From an optimization exercise on the open Yosys and OpenROAD flow, aimed at small area, a short achievable clock period and few clock cycles per item; shortcuts taken in it are not production practice.
The RTL was checked by simulation tests, not by an equivalence proof against the original design.
Power and IR drop assume default switching activity.

==> flow/design.v (excerpt) <==
module rafter_sweep (
    input  wire         clk,
    input  wire         rst,
    input  wire         in_valid,
    output reg          in_ready,
    input  wire         first_pass,    
    input  wire         present,       
    input  wire [9:0]   p_i,           
    input  wire [15:0]  p_a,           
    input  wire [2:0]   p_h,           
    input  wire [31:0]  p_t,           
    input  wire [9:0]   ipeak,
    input  wire [31:0]  hold,
    input  wire [9:0]   decay,
    input  wire [3:0]   edge_count,    
    input  wire [63:0]  e_d,           
    input  wire [63:0]  e_a,           
    input  wire [63:0]  e_mask,        
    input  wire [87:0]  e_speed,       
    input  wire [79:0]  s_i,           
    input  wire [127:0] s_a,           
    input  wire [23:0]  s_h,           
    output reg          out_valid,
    input  wire         out_ready,
    output wire [9:0]   q_i,
    output wire [15:0]  q_a,
    output wire [2:0]   q_h,
    output wire [31:0]  q_t,
    output wire         refreshed
);
Size in the first run: roughly 830 flip-flops, roughly 700 I/O pins.
==> module rafter_sweep, before the edit <==
module rafter_sweep (
    input  wire         clk,
    input  wire         rst,
    input  wire         in_valid,
    output reg          in_ready,
    input  wire         first_pass,    
    input  wire         present,       
    input  wire [9:0]   p_i,           
    input  wire [15:0]  p_a,           
    input  wire [2:0]   p_h,           
    input  wire [31:0]  p_t,           
    input  wire [9:0]   ipeak,
    input  wire [31:0]  hold,
    input  wire [9:0]   decay,
    input  wire [3:0]   edge_count,    
    input  wire [63:0]  e_d,           
    input  wire [63:0]  e_a,           
    input  wire [63:0]  e_mask,        
    input  wire [87:0]  e_speed,       
    input  wire [79:0]  s_i,           
    input  wire [127:0] s_a,           
    input  wire [23:0]  s_h,           
    output reg          out_valid,
    input  wire         out_ready,
    output wire [9:0]   q_i,
    output wire [15:0]  q_a,
    output wire [2:0]   q_h,
    output wire [31:0]  q_t,
    output wire         refreshed
);
    function automatic gt10(input [9:0] a, input [9:0] b);
        integer i;
        reg     cy;
        begin
            cy = 1'b0;
            for (i = 0; i < 10; i = i + 1)
                cy = (a[i] & ~b[i]) | ((a[i] | ~b[i]) & cy);
            gt10 = cy;
        end
    endfunction
    wire accept  = in_valid && in_ready;
    wire deliver = out_valid && out_ready;
    reg         v0;
    reg         r_first_pass, r_present;
    reg [9:0]   r_p_i;
    reg [15:0]  r_p_a;
    reg [2:0]   r_p_h;
    reg [31:0]  r_p_t;
    reg [9:0]   r_ipeak;
    reg [31:0]  r_hold;
    reg [9:0]   r_decay;
    reg [3:0]   r_edge_count;
    reg [63:0]  r_e_d, r_e_a, r_e_mask;
    reg [87:0]  r_e_speed;
    reg [79:0]  r_s_i;
    reg [127:0] r_s_a;
    reg [23:0]  r_s_h;
    always @(posedge clk) begin
        v0           <= !rst && accept;
        r_first_pass <= first_pass;
        r_present    <= present;
        r_p_i        <= p_i;
        r_p_a        <= p_a;
        r_p_h        <= p_h;
        r_p_t        <= p_t;
        r_ipeak      <= ipeak;
        r_hold       <= hold;
        r_decay      <= decay;
        r_edge_count <= edge_count;
        r_e_d        <= e_d;
        r_e_a        <= e_a;
        r_e_mask     <= e_mask;
        r_e_speed    <= e_speed;
        r_s_i        <= s_i;
        r_s_a        <= s_a;
        r_s_h        <= s_h;
    end
    wire        inj     = r_first_pass && r_present && (r_p_i < r_ipeak);
    wire        t_zero  = (r_p_t == 32'd0);
    wire        do_dec  = r_first_pass && !r_present && !t_zero;
    wire        do_fade = r_first_pass && !r_present && t_zero;
    wire [9:0]  faded   = (r_p_i > r_decay) ? r_p_i - r_decay : 10'd0;
    wire [9:0]  i0      = inj ? r_ipeak : (do_fade ? faded : r_p_i);
    wire        h_clr   = do_fade && (faded == 10'd0);
    wire        t_hold0 = r_first_pass && r_present;
    wire [31:0] t0      = r_p_t - {31'd0, do_dec};
    wire [7:0]  v;
    wire [9:0]  c  [0:7];
    wire [2:0]  hh [0:7];
    genvar g;
    generate
        for (g = 0; g < 8; g = g + 1) begin : edge_q
            wire [7:0]  a    = r_e_a[g*8 +: 8];
            wire [7:0]  mask = r_e_mask[g*8 +: 8];
            wire [9:0]  si   = r_s_i[g*10 +: 10];
            wire [2:0]  sh   = r_s_h[g*3 +: 3];
            wire        d_ok;
            rs_dcmp u_dcmp (
                .d   (r_e_d[g*8 +: 8]),
                .spd (r_e_speed[g*11 +: 11]),
                .sa  (r_s_a[g*16 +: 16]),
                .ok  (d_ok)
            );
            assign v[g]  = !r_present && (r_edge_count > g) && d_ok &&
                           mask[sh] && (si > {2'b00, a});
            assign c[g]  = si - {2'b00, a};
            assign hh[g] = sh;
        end
    endgenerate
    wire [7:0] w;
    generate
        for (g = 0; g < 8; g = g + 1) begin : win
            wire [7:0] beat;
            genvar k;
            for (k = 0; k < 8; k = k + 1) begin : vs
                if (k < g)
                    assign beat[k] = !v[k] || gt10(c[g], c[k]);
                else if (k > g)
                    assign beat[k] = !v[k] || !gt10(c[k], c[g]);
                else
                    assign beat[k] = v[g];
            end
            assign w[g] = &beat;
        end
    endgenerate
    reg [9:0] mc;
    reg [2:0] mh;
    integer   j;
    always @(*) begin
        mc = 10'd0;
        mh = 3'd0;
        for (j = 0; j < 8; j = j + 1) begin
            mc = mc | ({10{w[j]}} & c[j]);
            mh = mh | ({3{w[j]}} & hh[j]);
        end
    end
    wire mv = |v;
    wire take = mv && gt10(mc, i0);
    wire sust = mv && !gt10(i0, mc);
    wire [61:0] res = {
        take ? mc : i0,
        (take || inj) ? 16'd0 : r_p_a,
        take ? mh : (h_clr ? 3'd0 : r_p_h),
        (sust || t_hold0) ? r_hold : t0,
        take || inj
    };
    reg [61:0] slot0, slot1, slot2;
    reg [2:0]  wp, rp;         
    reg [1:0]  cnt;            
    wire [2:0] base   = {1'b0, cnt} + {2'd0, v0};
    wire [1:0] cnt_d  = base[1:0] - 2'd1;                
    wire [1:0] cnt_n  = deliver ? cnt_d : base[1:0];
    wire       val_n  = deliver ? (base >= 3'd2) : (base != 3'd0);
    wire       rdy_d  = !accept || (base <= 3'd2);
    wire       rdy_k  = accept ? (base <= 3'd1) : (base <= 3'd2);
    wire       rdy_n  = deliver ? rdy_d : rdy_k;
    always @(posedge clk) begin
        if (v0 && wp[0]) slot0 <= res;
        if (v0 && wp[1]) slot1 <= res;
        if (v0 && wp[2]) slot2 <= res;
    end
    always @(posedge clk) begin
        if (rst) begin
            wp        <= 3'b001;
            rp        <= 3'b001;
            cnt       <= 2'd0;
            out_valid <= 1'b0;
            in_ready  <= 1'b1;
        end else begin
            if (v0)      wp <= {wp[1:0], wp[2]};
            if (deliver) rp <= {rp[1:0], rp[2]};
            cnt       <= cnt_n;
            out_valid <= val_n;
            in_ready  <= rdy_n;
        end
    end
    assign {q_i, q_a, q_h, q_t, refreshed} =
        ({62{rp[0]}} & slot0) | ({62{rp[1]}} & slot1) | ({62{rp[2]}} & slot2);
endmodule
make LEC_CHECK=0 CAP_MARGIN=20 CORE_MARGIN=2 CORE_UTILIZATION=40 SLEW_MARGIN=20 SYNTH_HIERARCHICAL=1 SYNTH_MINIMUM_KEEP_SIZE=0 finish   # period 40.0 ns
run.sh (not shown) runs the stock make flow with config.mk's settings and CLKGATE_MAP_FILE= SYNTH_SCRIPT=/design/flow/synth_recipe.tcl, a recipe that flattens the netlist after the stock synthesis.
The starting point passed the timing, DRC and antenna checks.
Testbench counts at the start, summed over its fixed seeds: cycles 20,496, items 20,480.
Rerun with:
--- a/flow/design.v
+++ b/flow/design.v
@@ -38,8 +38,6 @@
             gt10 = cy;
         end
     endfunction
-    wire accept  = in_valid && in_ready;
-    wire deliver = out_valid && out_ready;
     reg         v0;
     reg         r_first_pass, r_present;
     reg [9:0]   r_p_i;
@@ -56,7 +54,7 @@
     reg [127:0] r_s_a;
     reg [23:0]  r_s_h;
     always @(posedge clk) begin
-        v0           <= !rst && accept;
+        v0           <= !rst && acc;
         r_first_pass <= first_pass;
         r_present    <= present;
         r_p_i        <= p_i;
@@ -144,38 +142,36 @@
         (sust || t_hold0) ? r_hold : t0,
         take || inj
     };
-    reg [61:0] slot0, slot1, slot2;
-    reg [2:0]  wp, rp;         
-    reg [1:0]  cnt;            
+    reg [61:0] hd, s1, s2;
+    reg [1:0]  cnt;
+    wire       vq     = (cnt != 2'd0);                  
+    wire       rdy    = !((cnt == 2'd3) || (cnt == 2'd2 && v0));   
+    wire       deliver = vq && out_ready;
+    wire       acc    = in_valid && rdy;
     wire [2:0] base   = {1'b0, cnt} + {2'd0, v0};
-    wire [1:0] cnt_d  = base[1:0] - 2'd1;                
+    wire [1:0] cnt_d  = base[1:0] - 2'd1;
     wire [1:0] cnt_n  = deliver ? cnt_d : base[1:0];
     wire       val_n  = deliver ? (base >= 3'd2) : (base != 3'd0);
-    wire       rdy_d  = !accept || (base <= 3'd2);
-    wire       rdy_k  = accept ? (base <= 3'd1) : (base <= 3'd2);
+    wire       rdy_d  = !acc || (base <= 3'd2);
+    wire       rdy_k  = acc ? (base <= 3'd1) : (base <= 3'd2);
     wire       rdy_n  = deliver ? rdy_d : rdy_k;
     always @(posedge clk) begin
-        if (v0 && wp[0]) slot0 <= res;
-        if (v0 && wp[1]) slot1 <= res;
-        if (v0 && wp[2]) slot2 <= res;
+        if (!vq || out_ready)               hd <= (cnt >= 2'd2) ? s1 : res;
+        if (out_ready || cnt <= 2'd1)       s1 <= (cnt == 2'd3) ? s2 : res;
+        if (out_ready || cnt <= 2'd2)       s2 <= res;
     end
     always @(posedge clk) begin
         if (rst) begin
-            wp        <= 3'b001;
-            rp        <= 3'b001;
             cnt       <= 2'd0;
             out_valid <= 1'b0;
             in_ready  <= 1'b1;
         end else begin
-            if (v0)      wp <= {wp[1:0], wp[2]};
-            if (deliver) rp <= {rp[1:0], rp[2]};
             cnt       <= cnt_n;
             out_valid <= val_n;
             in_ready  <= rdy_n;
         end
     end
-    assign {q_i, q_a, q_h, q_t, refreshed} =
-        ({62{rp[0]}} & slot0) | ({62{rp[1]}} & slot1) | ({62{rp[2]}} & slot2);
+    assign {q_i, q_a, q_h, q_t, refreshed} = hd;
 endmodule
 module rs_dcmp (
     input  wire [7:0]  d,
Effect: Register-to-register slack degrades by 1.4 ns. Core utilization went up by 0.40 points. Synthesized area went up by 2.5%. Setup slack degrades by 0.47 ns. Global-route usage went up by 0.44 points. Total power went up by 15%. Cell area went up by 2.8%.
Testbench counts after the change, summed over its fixed seeds: cycles 20,496, items 20,480.

afterwards: timing with drivers on the ports:
Ports are ideal in the flow. The routed layouts listed here were re-timed in OpenROAD. Step 1 sets driving cells, clkbuf_16 on the clock port and buf_2 on the other inputs (assumed; they add their load-dependent delay and slew). Step 2 times the ports against the registers' clock, not the clock port: input delays grow and output delays shrink by t, the midpoint of the rising clock arrivals with the driver on. a / b / c = ideal ports / drivers / drivers and shift; a / b = the first two.
| run | t, ns | setup slack, ns | worst slew at a driven data input, ns |
|---|---|---|---|
| the first run | 0.760 | 29.353 / 29.277 / 30.037 | 0.22 |
| the second run | 0.776 | 28.883 / 28.883 / 28.883 | 0.14 |
After both steps setup and hold are still met in every run listed.
